What follows belongs to an exercise in optimizing a design on an open flow for small area; a production flow would make more cautious choices.
Function was checked by simulation only, so behaviour that the tests miss may differ from the original.

==> v16 <==
Design heddle_pixel, start of the top module:
module heddle_pixel (
    input  wire        clk,
    input  wire        rst,
    input  wire        in_valid,
    input  wire [15:0] in_x,
    input  wire [15:0] in_dark,
    input  wire [15:0] in_gain,
    input  wire [15:0] in_shade,
    input  wire [15:0] in_pg,
    input  wire [6:0]  in_lin,
    input  wire        in_rchk,
    input  wire [1:0]  in_range,
    input  wire [15:0] cfg_dig_hi,
    input  wire [15:0] cfg_dig_lo,
    input  wire [2:0]  cfg_format,
    input  wire [3:0]  cfg_rshift,
    input  wire [15:0] cfg_out_ofs,
    input  wire        cfg_range_force,
    output wire [17:0] lin_rd_addr,
    input  wire [15:0] lin_rd_p0,
    input  wire [15:0] lin_rd_p1,
    output reg         out_valid,
    output reg  [23:0] out_y3,
    output reg  [31:0] out_code,
    output reg  [1:0]  out_range,
    output reg         out_clip_gain,
    output reg         out_clip_pack
);
    wire a0 = ~(in_x[0] ^ ~in_dark[0]);
    wire a1 = in_x[0] | ~in_dark[0];
    wire a2;
    wire a3;
    hp_fa u_a2 (.a(in_x[1]), .b(~in_dark[1]), .c(a1), .s(a2), .co(a3));
    wire a4;
    wire a5;
    hp_fa u_a4 (.a(in_x[2]), .b(~in_dark[2]), .c(a3), .s(a4), .co(a5));
    wire a6;
    wire a7;
    hp_fa u_a6 (.a(in_x[3]), .b(~in_dark[3]), .c(a5), .s(a6), .co(a7));
    wire a8;
    wire a9;
    hp_fa u_a8 (.a(in_x[4]), .b(~in_dark[4]), .c(a7), .s(a8), .co(a9));
    wire a10;
    wire a11;
    hp_fa u_a10 (.a(in_x[5]), .b(~in_dark[5]), .c(a9), .s(a10), .co(a11));
    wire a12;
    wire a13;
    hp_fa u_a12 (.a(in_x[6]), .b(~in_dark[6]), .c(a11), .s(a12), .co(a13));
    wire a14;
    wire a15;
    hp_fa u_a14 (.a(in_x[7]), .b(~in_dark[7]), .c(a13), .s(a14), .co(a15));
    wire a16;
    wire a17;
    hp_fa u_a16 (.a(in_x[8]), .b(~in_dark[8]), .c(a15), .s(a16), .co(a17));
    wire a18;
    wire a19;
    hp_fa u_a18 (.a(in_x[9]), .b(~in_dark[9]), .c(a17), .s(a18), .co(a19));
    wire a20;
    wire a21;
    hp_fa u_a20 (.a(in_x[10]), .b(~in_dark[10]), .c(a19), .s(a20), .co(a21));
    wire a22;
    wire a23;
    hp_fa u_a22 (.a(in_x[11]), .b(~in_dark[11]), .c(a21), .s(a22), .co(a23));
    wire a24;
    wire a25;
    hp_fa u_a24 (.a(in_x[12]), .b(~in_dark[12]), .c(a23), .s(a24), .co(a25));
    wire a26;
    wire a27;
    hp_fa u_a26 (.a(in_x[13]), .b(~in_dark[13]), .c(a25), .s(a26), .co(a27));
  ...
clock: 13.0 ns
lec_check: 0
abc_area: 1
cap_margin: 20
core_margin: 2
core_utilization: 40
cts_buf_list: sky130_fd_sc_hd__clkbuf_8 sky130_fd_sc_hd__clkbuf_16
cts_cluster_diameter: 40
cts_cluster_size: 10
slew_margin: 20
synth_hierarchical: 1
synth_minimum_keep_size: 0
standard.sh (not shown) runs the stock make flow with config.mk's settings and CLKGATE_MAP_FILE= SYNTH_SCRIPT=/design/flow/synth_recipe.tcl, a recipe that flattens the netlist after the stock synthesis.
==> flow/flow/run.sh <==
#!/bin/bash
# The standard layout (the standard.sh, standard synthesis unchanged),
# with the port buffers that placement inserts made from buf_1 cells.
set -euo pipefail
bash standard.sh "BUFFER_PORTS_ARGS=-buffer_cell sky130_fd_sc_hd__buf_1" finish > standard.log 2>&1
==> v28: changes against v16 <==
--- a/flow/config.mk
+++ b/flow/config.mk
@@ -11,5 +11,2 @@
 export CORE_UTILIZATION = 40
-export CTS_BUF_LIST = sky130_fd_sc_hd__clkbuf_8 sky130_fd_sc_hd__clkbuf_16
-export CTS_CLUSTER_DIAMETER = 40
-export CTS_CLUSTER_SIZE = 10
 export SLEW_MARGIN = 20
==> flow_summary.yaml <==
run_status:
  status: "complete, no violations"
yosys:
  synth-adder-area-share: 0.3931
  synth_xor_area_frac: 0.1470
setup_path:
  worst-path-stages: 23
job:
  maxCapViolCount: 0
Source of the figures above: v16

==> flow_summary.yaml <==
yosys:
  synth_xor_area_frac: 0.1470
  synth-adder-area-share: 0.3931
run_status:
  status: "complete, no violations"
clocking:
  clock-root-buffer: "clkbuf_16"
Source of the figures above: v28


========
==> run a <==
heddle_pixel, a different RTL version from the one above (not shown whole).
export LEC_CHECK = 0
export ABC_AREA = 1
export CAP_MARGIN = 20
export CORE_MARGIN = 2
export CORE_UTILIZATION = 40
export SLEW_MARGIN = 20
export SYNTH_HIERARCHICAL = 1
export SYNTH_MINIMUM_KEEP_SIZE = 0
create_clock -name core_clock -period 13.0 [get_ports {clk}]
Scripts as last shown in full above: flow/flow/run.sh
==> run b (differences from run a) <==
--- a/flow/config.mk
+++ b/flow/config.mk
@@ -11,2 +11,4 @@
 export CORE_UTILIZATION = 40
+export CTS_CLUSTER_DIAMETER = 100
+export CTS_CLUSTER_SIZE = 40
 export SLEW_MARGIN = 20
==> run summary <==
In clock skew, run b and run a do not differ. In count of clock-buffer cells in the layout, run a and run b do not differ. In fmax, run a and run b do not differ. Sequential cell count is the same in run a and run b. Synthesized cell count is the same in run a and run b. Routed wire length is the same in run a and run b. Sequential share of layout area is the same in run b and run a.

========
==> v35 <==
heddle_pixel, a different RTL version from the one above (not shown whole).
Settings: LEC_CHECK=0, ABC_AREA=1, CAP_MARGIN=20, CORE_MARGIN=2, CORE_UTILIZATION=40, SLEW_MARGIN=20, SYNTH_HIERARCHICAL=1, SYNTH_MINIMUM_KEEP_SIZE=0; clock period 13.0 ns.
run.sh (not shown) runs the stock make flow with config.mk's settings and CLKGATE_MAP_FILE= SYNTH_SCRIPT=/design/flow/synth_recipe.tcl, a recipe that flattens the netlist after the stock synthesis.
Stock flow here: none of the scripts above is used.
==> v38: changes against v35 <==
==> flow/flow/run.sh (new file) <==
#!/bin/bash
# The standard layout (the standard.sh, standard synthesis unchanged),
# with the port buffers that placement inserts made from buf_1 cells.
set -euo pipefail
bash standard.sh "BUFFER_PORTS_ARGS=-buffer_cell sky130_fd_sc_hd__buf_1" finish > standard.log 2>&1
==> flow/standard.sh (new file) <==
#!/bin/bash
# synth_recipe.tcl (not shown) runs the flow's synth.tcl, then flattens the netlist and writes it again
# the make line also repeats each setting of config.mk as NAME=value (left out here)
make -C /OpenROAD-flow-scripts/flow DESIGN_CONFIG=/design/flow/config.mk WORK_HOME=/design/flow/orfs CLKGATE_MAP_FILE= SYNTH_SCRIPT=/design/flow/synth_recipe.tcl "${@:-finish}"
removed: flow/run.sh
==> run summary <==
outcome=complete, no violations; Routed WL per cell=18.5 um; post-CTS resize count=0; initial antenna violation count=1
That was v38.
==> run summary <==
outcome=complete, no violations; Routed WL per cell=18.6 um; seq_cells=194; # clk buffers=17; critical-path cell list=clkdlybuf4s50_1, inv_1, ha_1, inv_1, fa_1, fa_1, fa_1, fa_2, fa_2, fa_1, fa_1, fa_1, fa_1, fa_1, fa_1, fa_1, fa_2, fa_1, fa_1, buf_4, nand2_1, inv_1, clkdlybuf4s50_1; post-CTS resize count=1; clk tree area frac=0.0174; R2R Setup Slk=3.36 ns
That was v35.

========
==> yarrow: inputs <==
Another version of the RTL of heddle_pixel (not shown whole).
clock: 13.0 ns
lec_check: 0
abc_area: 1
cap_margin: 0
core_margin: 2
core_utilization: 40
slew_margin: 0
synth_hierarchical: 1
synth_minimum_keep_size: 0
standard.sh (not shown) runs the stock make flow with config.mk's settings and CLKGATE_MAP_FILE= SYNTH_SCRIPT=/design/flow/synth_recipe.tcl, a recipe that flattens the netlist after the stock synthesis.
==> flow/flow/run.sh <==
#!/bin/bash
# The standard layout (the standard.sh, standard synthesis unchanged),
# with the port buffers that placement inserts made from buf_1 cells.
set -euo pipefail
bash standard.sh "BUFFER_PORTS_ARGS=-buffer_cell sky130_fd_sc_hd__buf_1" finish > standard.log 2>&1
==> fjord (differences from yarrow) <==
- CAP_MARGIN: 0 -> 20
- CORE_UTILIZATION: 40 -> 60
- SLEW_MARGIN: 0 -> 20
==> cedar (differences from yarrow) <==
- CAP_MARGIN: 0 -> 20
- SLEW_MARGIN: 0 -> 20
==> comparison <==
- Via count: cedar is smaller than fjord (3.0%).
- In sequential share of layout area, yarrow and cedar do not differ.
- fjord finished with timing, DRC and antenna clean. yarrow passed the timing, design-rule and antenna checks. cedar finished clean.
- Between fjord and cedar, the lower register-to-register slack is in cedar (gap 20 ps).
- Critical path depth is the same in cedar and fjord.
==> figures <==
Hpwl dp: cedar 72.7 mm; fjord 73.3 mm; yarrow 72.7 mm
WHS Endpoint: cedar s3_ofs[8]; fjord s2_ofs[8]; yarrow s3_ofs[8]
Combined flip-flop and latch cell area: cedar 3880 µm²; fjord 3880 µm²; yarrow 3880 µm²
Total core area: cedar 83,400 µm²; fjord 55,300 µm²; yarrow 83,400 µm²
Outcome: cedar no timing/DRC/antenna violations; fjord no timing/DRC/antenna violations; yarrow no timing/DRC/antenna violations
GRT met2 Usage: cedar 36.2%; fjord 55.6%; yarrow 36.2%
Avg Vias per Cell: cedar 5.39; fjord 5.96; yarrow 5.39
Die height: cedar 294 µm; fjord 241 µm; yarrow 294 µm
M1 GR Usage: cedar 30.0%; fjord 44.7%; yarrow 30.0%

separate check: timing with driven ports:
In the flow no input, the clock included, has a driving cell. The finished layouts below were timed again as built, in two steps.
Step 1 assumes that a clkbuf_16 drives the clock port and a buf_2 every other input.
Step 2 moves the port delays by t, midway between the first and last clock arrival at a register: inputs arrive t later, outputs are due t later. That takes back most of the time a late clock gives input paths.
a / b / c = no drivers / after step 1 / after step 2; a / b = the first two.
run	shift t [ns]	slack for setup (ns)	worst setup path after step 2	worst slew at a driven data input, ns
v16	0.564	0.739 / 0.718 / 0.718	input to output	0.06
v28	0.564	0.739 / 0.718 / 0.718	input to output	0.06
run a	0.551	0.757 / 0.737 / 0.737	input to output	0.08
run b	0.551	0.757 / 0.737 / 0.737	input to output	0.08
v35	0.564	0.439 / 0.417 / 0.417	input to output	0.06
v38	0.577	0.616 / 0.592 / 0.592	input to output	0.07
yarrow	0.566	0.613 / 0.593 / 0.593	input to output	0.06
fjord	0.575	0.687 / 0.660 / 0.660	input to output	0.07
cedar	0.566	0.613 / 0.593 / 0.593	input to output	0.06
After both steps every run listed still meets setup and hold. For fjord, which loses most, drivers alone change the setup slack by -0.027 ns; drivers and shift together by -0.027 ns.
